What follows belongs to an exercise in optimizing a design on an open flow for small area, a short achievable clock period and few clock cycles per item; a production flow would make more cautious choices. In this exercise RTL edits were held to simulation tests only and were not proved equivalent to the original.

Design dge_sha256, start of the top module:
module dge_sha256 (
    input  wire         clk,
    input  wire         rst,             
    input  wire         start,
    input  wire         resume,
    input  wire [255:0] resume_h,        
    input  wire [63:0]  resume_count,    
    input  wire         abort,
    input  wire         in_valid,
    output wire         in_ready,
    input  wire [63:0]  in_data,
    input  wire         in_last,
    input  wire [3:0]   in_nbytes,
    output wire         busy,
    output reg          done,
    output reg          err,
    output wire [255:0] digest
);
Size: about 7000 cells after synthesis, ~660 I/O pins.
clock: 10.0 ns
lec_check: 0
abc_area: 1
cap_margin: 20
core_margin: 2
core_utilization: 40
slew_margin: 20
standard.sh (not shown) runs the stock make flow with config.mk's settings and CLKGATE_MAP_FILE= SYNTH_SCRIPT=/design/flow/synth_recipe.tcl, a recipe that flattens the netlist after the stock synthesis.
==> flow/flow/run.sh <==
#!/bin/bash
set -euo pipefail
bash standard.sh SETUP_SLACK_MARGIN=6 "BUFFER_PORTS_ARGS=-buffer_cell sky130_fd_sc_hd__buf_1" finish > layout.log 2>&1
The first run produced a clean layout.
Testbench counts at the start, summed over its fixed seeds: cycles 81,368, bytes 61,945.
Then changed:
- CORE_UTILIZATION: 40 -> 60
- CTS_BUF_LIST: unset -> sky130_fd_sc_hd__clkbuf_4 sky130_fd_sc_hd__clkbuf_8
- CTS_CLUSTER_SIZE: unset -> 20
- PLACE_DENSITY: unset -> 0.7
=> With this change the flow failed in 5_1_grt with GRT-0183. Synthesized cell count is unchanged. Synthesized area stays the same.
Then changed:
==> flow/flow/run.sh (replaced) <==
#!/bin/bash
set -euo pipefail
bash standard.sh SETUP_SLACK_MARGIN=6.5 "BUFFER_PORTS_ARGS=-buffer_cell sky130_fd_sc_hd__buf_1" finish > layout.log 2>&1
- CORE_UTILIZATION: 60 -> 40
- CTS_BUF_LIST: sky130_fd_sc_hd__clkbuf_4 sky130_fd_sc_hd__clkbuf_8 -> unset
- CTS_CLUSTER_SIZE: 20 -> unset
- PLACE_DENSITY: 0.7 -> unset
Result: Now the flow finished with timing, DRC and antenna clean. Synthesized cell count does not change. Synthesized area stays the same.
Then changed:
==> flow/flow/run.sh (replaced) <==
#!/bin/bash
set -euo pipefail
bash standard.sh SETUP_SLACK_MARGIN=5.5 "BUFFER_PORTS_ARGS=-buffer_cell sky130_fd_sc_hd__buf_1" finish > layout.log 2>&1
- CORE_UTILIZATION: 40 -> 50
- CTS_CLUSTER_DIAMETER: unset -> 90
- CTS_CLUSTER_SIZE: unset -> 22
- TNS_END_PERCENT: unset -> 20
Worst setup slack got worse by 0.22 ns.
Utilization rises by 5.8 points.
Then changed:
==> flow/run.sh (new file) <==
#!/bin/bash
# synth_recipe.tcl (not shown) runs the flow's synth.tcl, then flattens the netlist and writes it again
# the make line also repeats each setting of config.mk as NAME=value (left out here)
make -C /OpenROAD-flow-scripts/flow DESIGN_CONFIG=/design/flow/config.mk WORK_HOME=/design/flow/orfs CLKGATE_MAP_FILE= SYNTH_SCRIPT=/design/flow/synth_recipe.tcl finish
- CORE_UTILIZATION: 50 -> 40
- CTS_CLUSTER_DIAMETER: 90 -> unset
- CTS_CLUSTER_SIZE: 22 -> unset
- SETUP_SLACK_MARGIN: unset -> 5
- TNS_END_PERCENT: 20 -> unset
removed: flow/flow/run.sh
removed: flow/standard.sh
=>
- design area rises by 6.9%
- sequential share of layout area falls by 2.5 points
Then changed:
==> flow/flow/run.sh (new file) <==
#!/bin/bash
set -euo pipefail
bash standard.sh SETUP_SLACK_MARGIN=6 "BUFFER_PORTS_ARGS=-buffer_cell sky130_fd_sc_hd__buf_1" finish > layout.log 2>&1
==> flow/standard.sh (new file) <==
#!/bin/bash
# synth_recipe.tcl (not shown) runs the flow's synth.tcl, then flattens the netlist and writes it again
# the make line also repeats each setting of config.mk as NAME=value (left out here)
make -C /OpenROAD-flow-scripts/flow DESIGN_CONFIG=/design/flow/config.mk WORK_HOME=/design/flow/orfs CLKGATE_MAP_FILE= SYNTH_SCRIPT=/design/flow/synth_recipe.tcl "${@:-finish}"
- ABC_AREA: 1 -> unset
- CORE_UTILIZATION: 40 -> 50
- SETUP_SLACK_MARGIN: 5 -> unset
removed: flow/run.sh
After rerunning: The changed run completed with no timing, DRC or antenna violations. Global-route usage increases by 1.1 points. Clock-buffer cell count is lower by 6. Final cell count falls by 16%.


## v6
dge_sha256 again, from the RTL that the note above started with.
clock: 10.0 ns
lec_check: 0
abc_area: 1
cap_margin: 20
core_margin: 2
core_utilization: 40
slew_margin: 20
==> flow/flow/run.sh <==
#!/bin/bash
set -euo pipefail
bash standard.sh SETUP_SLACK_MARGIN=6 finish > layout.log 2>&1
Testbench counts of v6, summed over its fixed seeds: cycles 81,368, bytes 61,945.
> inputs changed (v6 -> v7)
Settings: CORE_UTILIZATION: 40 -> 50; TNS_END_PERCENT: unset -> 20.
==> flow/flow/run.sh <==
#!/bin/bash
set -euo pipefail
bash standard.sh SETUP_SLACK_MARGIN=6 "BUFFER_PORTS_ARGS=-buffer_cell sky130_fd_sc_hd__buf_1" finish > layout.log 2>&1
v7 ends up with lower detailed placer's ending HPWL than v6 does. Compared with v6, v7 shows a lower portion of the layout cell area used by non-clock buffers. Compared v7 vs v6, and overall routed net length is down in v7. v6 vs v7, endpoint of the worst setup timing path: a[28] vs a[22]. v7 vs. v6: clock transition at the registers of the reported paths barely changed, maximum number of pins on one net before global-route repair shows a reduction of 42.


== main ==
dge_sha256 again, from the RTL that the note above started with.
clock: 10.0 ns
lec_check: 0
abc_area: 1
cap_margin: 20
core_margin: 2
core_utilization: 50
cts_buf_list: sky130_fd_sc_hd__clkbuf_4 sky130_fd_sc_hd__clkbuf_8
cts_cluster_size: 20
slew_margin: 20
==> flow/flow/run.sh <==
#!/bin/bash
set -euo pipefail
bash standard.sh SETUP_SLACK_MARGIN=6 "BUFFER_PORTS_ARGS=-buffer_cell sky130_fd_sc_hd__buf_1" finish > layout.log 2>&1
Testbench counts of main, summed over its fixed seeds: cycles 81,368, bytes 61,945.
Edits applied to the flow inputs when going from main to the feature branch:
# main
export LEC_CHECK = 0
export ABC_AREA = 1
export CAP_MARGIN = 20
export CORE_MARGIN = 2
export CORE_UTILIZATION = 50
export CTS_BUF_LIST = sky130_fd_sc_hd__clkbuf_4 sky130_fd_sc_hd__clkbuf_8
export CTS_CLUSTER_SIZE = 20
export SLEW_MARGIN = 20
create_clock -name core_clock -period 10.0 [get_ports {clk}]
# the feature branch
export LEC_CHECK = 0
export ABC_AREA = 1
export CAP_MARGIN = 20
export CORE_MARGIN = 2
export CORE_UTILIZATION = 50
export CTS_CLUSTER_DIAMETER = 90
export CTS_CLUSTER_SIZE = 22
export SLEW_MARGIN = 20
export TNS_END_PERCENT = 20
create_clock -name core_clock -period 10.0 [get_ports {clk}]
==> flow/flow/run.sh <==
#!/bin/bash
set -euo pipefail
bash standard.sh SETUP_SLACK_MARGIN=5.2 "BUFFER_PORTS_ARGS=-buffer_cell sky130_fd_sc_hd__buf_1" finish > layout.log 2>&1
[summary]
The final layout from the feature branch, which completed every stage, passed the timing, design-rule and antenna checks at the end of the flow. Share of the clock period used by the worst path after layout in the feature branch is 3.7 points higher than in main. Looking at the feature branch and main, the share of the yosys chip area belonging to registers is a wash. NOTE number of nets in the finished design main->the feature branch decreased by a few percent. Post-layout minimum cycle time was lower in the run labelled main. Sum of routed wire length over all layers was lower in the feature branch than in main. Relative to main, the feature branch improves cell area.


Setup of the previous run:
dge_sha256, a different RTL version from the one above (not shown whole).
Size in the first run: about 1,100 flip-flops, ~660 I/O pins, ~59,000 µm² of cells after synthesis.
make LEC_CHECK=0 ABC_AREA=1 CAP_MARGIN=20 CORE_MARGIN=2 CORE_UTILIZATION=40 SETUP_SLACK_MARGIN=5 SLEW_MARGIN=20 finish   # period 10.0 ns
run.sh (not shown) runs the stock make flow with config.mk's settings and CLKGATE_MAP_FILE= SYNTH_SCRIPT=/design/flow/synth_recipe.tcl, a recipe that flattens the netlist after the stock synthesis.
Stock flow here: none of the scripts above is used.
Testbench counts of the previous run, summed over its fixed seeds: cycles 81,368, bytes 61,945.
Relative to the previous run, the following input files were edited for the current run:
# the previous run
export LEC_CHECK = 0
export ABC_AREA = 1
export CAP_MARGIN = 20
export CORE_MARGIN = 2
export CORE_UTILIZATION = 40
export SETUP_SLACK_MARGIN = 5
export SLEW_MARGIN = 20
create_clock -name core_clock -period 10.0 [get_ports {clk}]
# the current run
export LEC_CHECK = 0
export CAP_MARGIN = 20
export CORE_MARGIN = 2
export CORE_UTILIZATION = 40
export SLEW_MARGIN = 20
create_clock -name core_clock -period 10.0 [get_ports {clk}]
Notes after the runs:
- Time the final worst path needs with I/O delays and setup delta for the current run relative to the previous run: 1.36 ns higher
- Taking the previous run as the reference, in the current run number of ordinary and repair buffers in the finished layout has decreased, number of instances in the synthesized netlist has decreased, basic-gate share of the synthesized area counting and, or, nand and nor cells has decreased, met3 demand-to-capacity share in global routing has decreased.
- Post-synthesis adder-cell area fraction up 0.52 points in the current run wrt the previous run
- Between the previous run and the current run, the cell count went down.


dge_sha256 with an RTL version that a note above also has.
For scale: about 7000 cells after synthesis, about 660 I/O pins, ~60000 sq um of cells after synthesis.
Settings: LEC_CHECK=0, ABC_AREA=1, CAP_MARGIN=20, CORE_MARGIN=2, CORE_UTILIZATION=50, CTS_CLUSTER_DIAMETER=90, CTS_CLUSTER_SIZE=22, SLEW_MARGIN=20, TNS_END_PERCENT=20; clock period 10.0 ns.
standard.sh (not shown) runs the stock make flow with config.mk's settings and CLKGATE_MAP_FILE= SYNTH_SCRIPT=/design/flow/synth_recipe.tcl, a recipe that flattens the netlist after the stock synthesis.
==> flow/flow/run.sh <==
#!/bin/bash
set -euo pipefail
bash standard.sh SETUP_SLACK_MARGIN=6 "BUFFER_PORTS_ARGS=-buffer_cell sky130_fd_sc_hd__buf_1" finish > layout.log 2>&1
Testbench counts at the start, summed over its fixed seeds: cycles 81,368, bytes 61,945.
Edit:
==> flow/flow/run.sh (replaced) <==
#!/bin/bash
set -euo pipefail
bash standard.sh SETUP_SLACK_MARGIN=5.7 "BUFFER_PORTS_ARGS=-buffer_cell sky130_fd_sc_hd__buf_1" finish > layout.log 2>&1
Result: The changed run passed the timing, design-rule and antenna checks. First-iteration DRC count went down by 5.4%. Global-route usage went down by 0.54 points. Sequential cell count is unchanged. Clock-buffer cell count stays the same.
Edit:
==> flow/flow/run.sh (replaced) <==
#!/bin/bash
set -euo pipefail
bash standard.sh SETUP_SLACK_MARGIN=5.5 "BUFFER_PORTS_ARGS=-buffer_cell sky130_fd_sc_hd__buf_1" finish > layout.log 2>&1
CTS_CLUSTER_DIAMETER = default   (was 90)
CTS_CLUSTER_SIZE = default   (was 22)
=>
- hold slack is worse by 0.016 ns
- first-iteration DRC count goes up by about 2.2%

separate check: timing with driven ports:
The flow's constraints put no driver on any port. The routed layouts listed below were extracted and timed again, unchanged, in two steps. Step 1, drivers: a clkbuf_16 drives clk and a buf_2 each remaining input, both assumed. Step 2 adds t to the input delays and takes it off the output delays; t is the mean of the earliest and latest rising clock arrival at the registers after step 1. Input paths then give back, and output paths get back, about the clock's delay inside the block. Slacks: ideal / step 1 / step 2; pairs: ideal / step 1.
run | t (ns) | setup WS [ns] | hold slack, ns | worst setup path after step 2
the first run of note 1 | 0.847 | 5.532 / 5.532 / 5.403 | 0.262 / 0.262 / 0.262 | input to register
the third run of note 1 | 0.856 | 5.641 / 5.641 / 5.562 | 0.281 / 0.281 / 0.281 | input to register
the fourth run of note 1 | 0.791 | 5.425 / 5.395 / 4.808 | 0.314 / 0.314 / 0.314 | input to register
the fifth run of note 1 | 0.833 | 5.010 / 5.010 / 4.615 | 0.276 / 0.276 / 0.276 | input to register
the sixth run of note 1 | 0.797 | 4.815 / 4.815 / 4.815 | 0.280 / 0.280 / 0.280 | register to register
v6 | 0.852 | 5.597 / 5.597 / 5.209 | 0.291 / 0.291 / 0.291 | input to register
v7 | 0.811 | 5.531 / 5.478 / 5.049 | 0.300 / 0.300 / 0.300 | input to register
main | 1.021 | 5.563 / 5.563 / 5.023 | 0.300 / 0.300 / 0.300 | input to register
the feature branch | 0.764 | 5.192 / 5.134 / 4.740 | 0.289 / 0.289 / 0.289 | input to register
the previous run | 0.850 | 5.082 / 5.007 / 4.585 | 0.294 / 0.294 / 0.294 | input to register
the current run | 0.829 | 3.721 / 3.639 / 3.836 | 0.312 / 0.312 / 0.312 | register to register
the first run of note 5 | 0.794 | 5.551 / 5.551 / 5.062 | 0.315 / 0.315 / 0.315 | input to register
the second run of note 5 | 0.795 | 5.515 / 5.468 / 4.916 | 0.316 / 0.316 / 0.316 | input to register
the third run of note 5 | 0.808 | 5.443 / 5.366 / 4.851 | 0.300 / 0.300 / 0.300 | input to register
After both steps setup and hold are still met in every run listed. The setup slack of the fourth run of note 1, which loses most, moves by -0.030 ns with the drivers and by -0.617 ns with both steps.
